What follows belongs to an exercise in optimizing a design on an open flow for small area and a short achievable clock period; a production flow would make more cautious choices. The RTL was checked by simulation tests, not by an equivalence proof against the original design. No activity file was given, so power comes from the tool's default toggle rates.

==> flow/design.v (excerpt) <==
module pixcorr (
    input  wire        clk,
    input  wire        rst,
    input  wire [31:0] cfg_dt,
    input  wire [31:0] cfg_h,
    input  wire [23:0] cfg_scene_ofs,
    input  wire [8:0]  cfg_alpha,
    input  wire [15:0] cfg_thr,
    input  wire        cfg_tf_en,
    input  wire        cfg_fresh,
    input  wire        frame_start,
    input  wire        frame_end,
    input  wire        in_valid,
    input  wire        in_blind,
    input  wire        in_sat,
    input  wire [23:0] in_xp,
    input  wire [23:0] in_b,
    input  wire [23:0] in_o,
    input  wire [15:0] in_d,
    input  wire [15:0] in_g,
    input  wire [15:0] in_s,
    output reg         out_valid,
    output reg  [15:0] out_y,
    output reg  [15:0] out_state,
    output reg         stats_valid,
    output reg  [19:0] st_nvalid,
    output reg  [19:0] st_ninvalid,
    output reg  [19:0] st_nbad,
    output reg  [19:0] st_nrsat,
    output reg  [19:0] st_clip_lo,
    output reg  [19:0] st_clip_hi,
    output reg  [19:0] st_motion,
    output reg  [15:0] st_min,
    output reg  [15:0] st_max,
    output reg  [35:0] st_sum
);
    reg [31:0] dt_r, h_r;
    reg [23:0] sofs_r;
    reg [4:0]  a_one, a_two, a_neg;
    reg [15:0] thr_r;
    reg        tf_en_r, fresh_r, dtnz_r;
  ...
For scale: about 59000 µm² of cells after synthesis.
clock: 16.0 ns
lec_check: 0
cap_margin: 20
core_margin: 2
core_utilization: 40
place_density: 0.6
slew_margin: 20
standard.sh (not shown) runs the stock make flow with config.mk's settings and CLKGATE_MAP_FILE= SYNTH_SCRIPT=/design/flow/synth_recipe.tcl, a recipe that flattens the netlist after the stock synthesis.
==> flow/flow/run.sh <==
#!/bin/bash
set -euo pipefail
here=$(pwd)
margin=$(cat flow/margin.txt)
sed "s|\"\${@:-finish}\"|SETUP_SLACK_MARGIN=${margin} \"\${@:-finish}\"|" standard.sh > own_standard.sh
grep -q "SETUP_SLACK_MARGIN=${margin}" own_standard.sh
bash own_standard.sh > "$here/make_finish.log" 2>&1
==> flow/flow/margin.txt <==
11.5
Next try:
--- a/flow/design.v
+++ b/flow/design.v
@@ -4493,21 +4493,23 @@
                 stats_valid <= 1'b1;
         end
     end
     reg sum_c, sum_pend;
     always @(posedge clk) begin
         if (rst) sum_pend <= 1'b0;
         else     sum_pend <= out_valid;
     end
+    reg fs_r;
+    always @(posedge clk) fs_r <= frame_start & ~rst;
     wire y_inv = &out_y;
     wire acc_v = o_act & ~y_inv;
     wire [15:0] y_v = acc_v ? out_y : 16'd0;
     always @(posedge clk) begin
-        if (frame_start) begin
+        if (fs_r) begin
             st_nvalid   <= 20'd0;
             st_ninvalid <= 20'd0;
             st_nbad     <= 20'd0;
             st_nrsat    <= 20'd0;
             st_clip_lo  <= 20'd0;
             st_clip_hi  <= 20'd0;
             st_motion   <= 20'd0;
             st_min      <= 16'hFFFF;
After rerunning: The new run produced a clean layout. Routed wire length drops by 0.31%. Count of clock-buffer cells in the layout drops by 10. Setup slack improves by 11 ps. Via count drops by 0.48%. Total power drops by 0.78%. Die area is about the same. Cell area drops by 0.34%. Utilization climbs by 0.23 points. Cell count drops by 0.85%. Area after synthesis is about the same. Clock power stays flat.

--- another note on this design; it stands on its own ---

==> inputs of v39 <==
==> flow/design.v (excerpt) <==
module pixcorr (
    input  wire        clk,
    input  wire        rst,
    input  wire [31:0] cfg_dt,
    input  wire [31:0] cfg_h,
    input  wire [23:0] cfg_scene_ofs,
    input  wire [8:0]  cfg_alpha,
    input  wire [15:0] cfg_thr,
    input  wire        cfg_tf_en,
    input  wire        cfg_fresh,
    input  wire        frame_start,
    input  wire        frame_end,
    input  wire        in_valid,
    input  wire        in_blind,
    input  wire        in_sat,
    input  wire [23:0] in_xp,
    input  wire [23:0] in_b,
    input  wire [23:0] in_o,
    input  wire [15:0] in_d,
    input  wire [15:0] in_g,
    input  wire [15:0] in_s,
    output reg         out_valid,
    output reg  [15:0] out_y,
    output reg  [15:0] out_state,
    output reg         stats_valid,
    output reg  [19:0] st_nvalid,
    output reg  [19:0] st_ninvalid,
    output reg  [19:0] st_nbad,
    output reg  [19:0] st_nrsat,
    output reg  [19:0] st_clip_lo,
    output reg  [19:0] st_clip_hi,
    output reg  [19:0] st_motion,
    output reg  [15:0] st_min,
    output reg  [15:0] st_max,
    output reg  [35:0] st_sum
);
Settings: LEC_CHECK=0, CAP_MARGIN=20, CORE_MARGIN=2, CORE_UTILIZATION=40, PLACE_DENSITY=0.6, SLEW_MARGIN=20; clock period 16.0 ns.
standard.sh (not shown) runs the stock make flow with config.mk's settings and CLKGATE_MAP_FILE= SYNTH_SCRIPT=/design/flow/synth_recipe.tcl, a recipe that flattens the netlist after the stock synthesis.
==> flow/flow/run.sh <==
#!/bin/bash
# The standard layout with these changes to how it is made:
#  1. after the standard synthesis, flow/polarity.py removes inverters between
#     full adders (a full adder with all inputs and outputs inverted is the same
#     cell), leaving every register and all other logic as synthesized;
#  3. clock tree synthesis runs without dummy loads.
# The SDC, clock period and flow steps are the standard ones.
set -euo pipefail
here=$(pwd)
margin=$(cat flow/margin.txt)
cts="CTS_ARGS=-sink_clustering_enable -repair_clock_nets -dont_use_dummy_load"
sed "s|\"\${@:-finish}\"|SETUP_SLACK_MARGIN=${margin} '${cts}' \"\${@:-finish}\"|" standard.sh > own_standard.sh
grep -q "SETUP_SLACK_MARGIN=${margin}" own_standard.sh
res="$here/orfs/results/${FLOW_PLATFORM:-sky130hd}/pixcorr/base"
bash own_standard.sh "$res/1_2_yosys.v" > "$here/make_synth.log" 2>&1
cp "$res/1_2_yosys.v" "$here/1_2_yosys.standard.v"
python3 flow/polarity.py "$here/1_2_yosys.standard.v" "$res/1_2_yosys.v" > "$here/polarity.log" 2>&1
touch "$res/1_2_yosys.v"
bash own_standard.sh > "$here/make_finish.log" 2>&1
Other scripts of this flow, unchanged in this note and not shown: flow/flow/margin.txt, flow/flow/polarity.py
==> v8: changes against v39 <==
--- a/flow/config.mk
+++ b/flow/config.mk
@@ -8,5 +8,5 @@
 export CAP_MARGIN = 20
 export CORE_MARGIN = 2
-export CORE_UTILIZATION = 40
-export PLACE_DENSITY = 0.6
+export CORE_UTILIZATION = 35
+export PLACE_DENSITY = 0.55
 export SLEW_MARGIN = 20
==> comparison <==
- v8 passed the timing, DRC and antenna checks. v39 finished clean.
- In v39 the first-iteration DRC count is higher than in v8, by 0.59%.
- Design area: v8 is higher than v39 (about 0.7%).
- Global-route usage: v8 is lower than v39 (2.2 points).
- In v8 the via count is lower than in v39, by 0.55%.
- Clock-buffer cell count: v39 is lower than v8 (5).
- Sequential cell count is the same in v8 and v39.
- In synthesized cell count, v39 and v8 do not differ.

## re-timing with driven ports
How much do the figures lean on ideal ports? The routed layouts below were timed once more, with nothing changed but the port constraints.
Step 1: set_driving_cell puts a clkbuf_16 on clk and a buf_2 on each other input, an assumption about the parent block.
Step 2 times the ports against the registers' clock, not the clock port: input delays grow and output delays shrink by t, the midpoint of the rising clock arrivals with the driver on.
Three values: no drivers, after step 1, after step 2; two values: the first two.
run | t, ns | setup slack, ns | pins driven straight from the clock port
the first run of note 1 | 0.801 | 11.546 / 11.470 / 10.866 | 1
the second run of note 1 | 0.787 | 11.557 / 11.479 / 10.913 | 1
v39 | 0.754 | 11.549 / 11.468 / 10.912 | 1
v8 | 0.748 | 11.568 / 11.489 / 10.983 | 1
After both steps setup and hold are still met in every run listed. The setup slack of the first run of note 1, which loses most, moves by -0.076 ns with the drivers and by -0.680 ns with both steps.
